This is an optimization exercise on Yosys and OpenROAD, whose aim is small area, a short achievable clock period and few clock cycles per item, not a production implementation. The RTL was checked by simulation tests, not by an equivalence proof against the original design.

==> flow/design.v <==
module mx_elem (
    input  wire [31:0] v,
    input  wire [9:0]  nK,       
    input  wire        m3,       
    input  wire        m2,       
    input  wire        e4m3,
    input  wire        e5m2,
    input  wire        e3m2,
    input  wire [7:0]  maxext,   
    output wire [7:0]  code
);
    wire [7:0]  ef = v[30:23];
    wire [22:0] f  = v[22:0];
    wire        h  = |ef;
    wire        s16 = ~|{h, f[22:8]};
    wire [23:4] x1  = {s16 ? f[7:0] : {h, f[22:16]}, f[15:8], f[7:4] & {4{~s16}}};
    wire        k1  = ~s16 & |f[3:0];
    wire        s8  = ~|x1[23:16];
    wire [23:12] x2 = s8 ? x1[15:4] : x1[23:12];
    wire        k2  = k1 | (~s8 & |x1[11:4]);
    wire        s4  = ~|x2[23:20];
    wire [23:16] x3 = s4 ? x2[19:12] : x2[23:16];
    wire        k3  = k2 | (~s4 & |x2[15:12]);
    wire        s2  = ~|x3[23:22];
    wire [23:18] x4 = s2 ? x3[21:16] : x3[23:18];
    wire        k4  = k3 | (~s2 & |x3[17:16]);
    wire        s1  = ~x4[23];
    wire [22:19] x5 = s1 ? x4[21:18] : x4[22:19];
    wire        stk = k4 | (~s1 & x4[18]);
    wire [4:0]  lz  = {s16, s8, s4, s2, s1};
    wire [4:0]  V   = {x4[23] | x4[22], x5};
    wire [2:0]  mn0 = m3 ? V[3:1] : (m2 ? {V[3:2], 1'b1} : {V[3], 2'b11});
    wire        R0  = m3 ? V[0] : (m2 ? V[1] : V[2]);
    wire        c0  = R0 & (&mn0);           
    wire [4:0]  nl;                           
    wire [5:0]  nc;
    assign nc[0] = 1'b0;
    genvar i;
    generate for (i = 0; i < 5; i = i + 1) begin : neg
        wire a = ~lz[i];
        wire b = (i == 1);
        assign nl[i]   = a ^ b ^ nc[i];
        assign nc[i+1] = (a & b) | (nc[i] & (a ^ b));
    end endgenerate
    wire        sx = ~h & (|lz[4:1]);
    wire [9:0]  A  = {sx, sx, ef[7:5] | {3{sx}}, ef[4:0] | ({5{~h}} & nl)};
    wire [9:0]  T;
    wire [10:0] tc;
    assign tc[0] = c0;
    generate for (i = 0; i < 10; i = i + 1) begin : add
        assign T[i]    = A[i] ^ nK[i] ^ tc[i];
        assign tc[i+1] = (A[i] & nK[i]) | (tc[i] & (A[i] ^ nK[i]));
    end endgenerate
    wire        Z   = ~|T[9:2];
    wire        O   = &T[9:2];
    wire        Ta  = Z & (T[1:0] == 2'd0);       
    wire        Tb  = Z & (T[1:0] == 2'd1);       
    wire        Tc  = O & (T[1:0] == 2'd3);       
    wire        Td  = O & (T[1:0] == 2'd2);       
    wire        Te  = O & (T[1:0] == 2'd1);       
    wire        pos = ~T[9] & ~Ta & ~(Tb & c0);
    wire        q1  = c0 ? Tb : Ta;               
    wire        q2  = c0 ? Ta : Tc;               
    wire        q3  = c0 ? Tc : Td;               
    wire        q4  = c0 ? Td : Te;               
    wire [8:0]  Vx  = {4'd0, V};
    wire [4:0]  W;
    generate for (i = 0; i < 5; i = i + 1) begin : shr
        assign W[i] = (pos & Vx[i]) | (q1 & Vx[i+1]) | (q2 & Vx[i+2]) | (q3 & Vx[i+3]) | (q4 & Vx[i+4]);
    end endgenerate
    wire        out = (q1 & V[0]) | (q2 & |V[1:0]) | (q3 & |V[2:0]) | (q4 & |V[3:0]);
    wire        st0 = stk | out;
    wire [3:0]  kept = m3 ? W[4:1] : (m2 ? {W[4:2], 1'b1} : {W[4:3], 2'b11});
    wire        R    = m3 ? W[0]   : (m2 ? W[1] : W[2]);
    wire        St   = st0 | (m3 ? 1'b0 : (m2 ? W[0] : |W[1:0]));
    wire        L    = m3 ? W[1]   : (m2 ? W[2] : W[3]);
    wire        inc  = R & (St | L);
    wire [3:0]  ki;
    wire [4:0]  kc;
    assign kc[0] = inc;
    generate for (i = 0; i < 4; i = i + 1) begin : rnd
        assign ki[i]   = kept[i] ^ kc[i];
        assign kc[i+1] = kept[i] & kc[i];
    end endgenerate
    wire        sat  = e4m3 ? (T[4] | (&T[3:0] & &ki[2:0])) :
                       e5m2 ? &T[4:0] : e3m2 ? T[3] : T[2];
    assign code = pos ? (sat ? maxext : {T[4:0], ki[2:0]}) : {4'd0, ki};
endmodule
module mx_encoder (
    input  wire          clk,
    input  wire          rst,           
    input  wire          in_valid,
    output wire          in_ready,
    input  wire [3:0]    in_fmt,
    input  wire [1023:0] in_data,
    output reg           out_valid,
    input  wire          out_ready,
    output reg  [263:0]  out_block
);
    wire f5 = in_fmt == 4'h5;    
    wire f6 = in_fmt == 4'h6;    
    wire f7 = in_fmt == 4'h7;    
    wire f8 = in_fmt == 4'h8;    
    wire f9 = in_fmt == 4'h9;    
    wire fmt_ok = f5 | f6 | f7 | f8 | f9;
    wire m3 = f5 | f8;
    wire m2 = f6 | f7;
    wire [7:0] emax   = f5 ? 8'd8  : f6 ? 8'd15 : f7 ? 8'd4 : 8'd2;
    wire [7:0] B      = f5 ? 8'd15 : f6 ? 8'd30 : f7 ? 8'd7 : 8'd3;
    wire [7:0] maxext = f5 ? 8'h7E : f6 ? 8'hF7 : f7 ? 8'h3F : 8'h1F;
    function [7:0] emx;
        input [7:0] a, b;
        reg [7:0] g, e;
        reg [3:0] g1, e1;
        reg [1:0] g2, e2;
        integer k;
        begin
            g = a & ~b;
            e = ~(a ^ b);
            for (k = 0; k < 4; k = k + 1) begin
                g1[k] = g[2*k+1] | (e[2*k+1] & g[2*k]);
                e1[k] = e[2*k+1] & e[2*k];
            end
            for (k = 0; k < 2; k = k + 1) begin
                g2[k] = g1[2*k+1] | (e1[2*k+1] & g1[2*k]);
                e2[k] = e1[2*k+1] & e1[2*k];
            end
            emx = (g2[1] | (e2[1] & g2[0])) ? a : b;
        end
    endfunction
    wire [7:0] lv [0:62];
    genvar g;
    generate
        for (g = 0; g < 32; g = g + 1) begin : lf
            assign lv[g] = in_data[32*g+23 +: 8];
        end
        for (g = 0; g < 31; g = g + 1) begin : nd
            assign lv[32+g] = emx(lv[2*g], lv[2*g+1]);
        end
    endgenerate
    wire [7:0] efmax   = lv[62];
    wire       special = &efmax;             
    wire [8:0] d1 = {1'b0, efmax} - {1'b0, emax};
    wire       big = ~d1[8] & (|d1[7:0]);
    wire [7:0] scale = special ? 8'hFF : (big ? d1[7:0] : 8'd0);
    wire [9:0] nKf = {2'b0, B} - {2'b0, efmax};
    wire [9:0] nKe = {2'b0, B} - {2'b0, emax};
    wire [9:0] nK  = big ? nKf : nKe;
    wire       kill = special | ~fmt_ok;
    wire [7:0] c [0:31];
    generate for (g = 0; g < 32; g = g + 1) begin : el
        mx_elem u (.v(in_data[32*g +: 32]), .nK(nK), .m3(m3), .m2(m2), .e4m3(f5),
                   .e5m2(f6), .e3m2(f7), .maxext(maxext), .code(c[g]));
    end endgenerate
    reg         full1;
    reg [263:0] skid;
    wire        use_new = ~kill & ~full1;
    wire        s5 = f5 & use_new, s6 = f6 & use_new, s7 = f7 & use_new,
                s8 = f8 & use_new, s9 = f9 & use_new;
    reg [263:0] b5, b6, b7, b8, b9;
    integer k;
    always @(*) begin
        b5 = 264'd0; b6 = 264'd0; b7 = 264'd0; b8 = 264'd0; b9 = 264'd0;
        for (k = 0; k < 32; k = k + 1) begin
            b5[8 + 8*k +: 8] = {in_data[32*k+31], c[k][6:0]};
            b6[8 + 8*k +: 8] = {in_data[32*k+31], c[k][7:1]};
            b7[8 + 6*k +: 6] = {in_data[32*k+31], c[k][5:1]};
            b8[8 + 6*k +: 6] = {in_data[32*k+31], c[k][4:0]};
            b9[8 + 4*k +: 4] = {in_data[32*k+31], c[k][4:2]};
        end
    end
    wire [263:0] nxt = ({264{full1}} & skid) | ({264{s5}} & b5) | ({264{s6}} & b6) |
                       ({264{s7}} & b7) | ({264{s8}} & b8) | ({264{s9}} & b9) |
                       {256'd0, (fmt_ok & ~full1) ? scale : 8'd0};
    assign in_ready = ~full1;
    wire accept = in_valid & ~full1;
    wire r0_free = ~out_valid | out_ready;
    always @(posedge clk) begin
        if (rst) begin
            out_valid <= 1'b0;
            full1     <= 1'b0;
        end else if (r0_free) begin
            out_valid <= full1 | accept;
            full1     <= 1'b0;
        end else if (accept) begin
            full1     <= 1'b1;
        end
    end
    always @(posedge clk) begin
        if (r0_free && (full1 || accept))
            out_block <= nxt;
        if (!r0_free && accept)
            skid <= nxt;
    end
endmodule
==> flow/config.mk <==
export PLATFORM = sky130hd
export DESIGN_NAME = mx_encoder
export DESIGN_NICKNAME = mx_encoder
export VERILOG_FILES = /design/flow/design.v
export SDC_FILE = /design/flow/constraint.sdc
export NUM_CORES = 8
export LEC_CHECK = 0
export CAP_MARGIN = 0
export CORE_MARGIN = 2
export CORE_UTILIZATION = 60
export CTS_BUF_LIST = sky130_fd_sc_hd__clkbuf_4
export GPL_TIMING_DRIVEN = 1
export SLEW_MARGIN = 0
==> flow/constraint.sdc <==
create_clock -name core_clock -period 250.0 [get_ports {clk}]
set_input_delay 50.0000 -clock core_clock [delete_from_list [all_inputs] [get_ports {clk}]]
set_output_delay 50.0000 -clock core_clock [all_outputs]
set_load 0.01 [all_outputs]
standard.sh (not shown) runs the stock make flow with config.mk's settings and CLKGATE_MAP_FILE= SYNTH_SCRIPT=/design/flow/synth_recipe.tcl, a recipe that flattens the netlist after the stock synthesis.
==> flow/flow/run.sh <==
#!/bin/bash
# Own layout flow: the standard ORFS flow (standard.sh), with two changes
# to how the layout is made:
#  - Yosys maps the logic with an area-recovering ABC script (flow/abc.script,
#    Yosys's own default ABC script) instead of ORFS's delay-driven one;
#  - port buffers are sky130_fd_sc_hd__buf_1 cells (every port still gets one).
# Each tool's full output stays in this folder: make's in flow_make.log, and
# ORFS's per-step logs under orfs/logs/.
set -euo pipefail
here=$(pwd)
rm -rf "$here/scripts_mod"
cp -r "$FLOW_HOME/scripts" "$here/scripts_mod"
cp "$here/flow/abc.script" "$here/scripts_mod/abc_speed.script"
bash "$here/standard.sh" SCRIPTS_DIR="$here/scripts_mod" \
    BUFFER_PORTS_ARGS="-buffer_cell sky130_fd_sc_hd__buf_1" finish \
    > "$here/flow_make.log" 2>&1
test -f "$here/out/final.def"
==> flow/flow/abc.script <==
strash
&get -n
&fraig -x
&put
scorr
dc2
dretime
strash
&get -n
&dch -f
&nf
&put
The first run never finished: it broke off in I/O pin placement (3_2_place_iop).
Testbench counts at the start, summed over its fixed seeds: cycles 3,208, items 3,200.
Next try:
- CORE_UTILIZATION: 60 -> 40
- GPL_TIMING_DRIVEN: 1 -> 0
This time the run finished but failed the layout checks on max-capacitance violations, max-slew violations.
Synthesized cell count does not change.
Area after synthesis does not change.
Next try:
- CAP_MARGIN: 0 -> 10
- GPL_TIMING_DRIVEN: 0 -> 1
- SLEW_MARGIN: 0 -> 10
=> The new run completed without violations; routed wire length climbs by 2.2%; fmax increases by 1.8%; cell count stays flat.

-- re-timing with driven ports --
The flow's constraints put no driver on any port. The routed layouts listed below were extracted and timed again, unchanged, in two steps.
Step 1 sets driving cells, clkbuf_16 on the clock port and buf_2 on the other inputs (assumed; they add their load-dependent delay and slew).
Step 2 also shifts input and output timing later by t, the mid clock arrival at the registers, as if the neighbouring blocks saw the same clock.
Three values: ideal ports, drivers, drivers and shift; two values: the first two.
run	shift t [ns]	setup slack, ns	worst setup path at the end	latest minus earliest clock arrival (ns)
the second run	1.141	177.451 / 177.506 / 176.365	input to register	0.081 / 0.080
the third run	1.252	178.710 / 178.723 / 177.471	input to register	0.151 / 0.152
The setup slack of the third run, which loses most, moves by +0.013 ns with the drivers and by -1.239 ns with both steps.
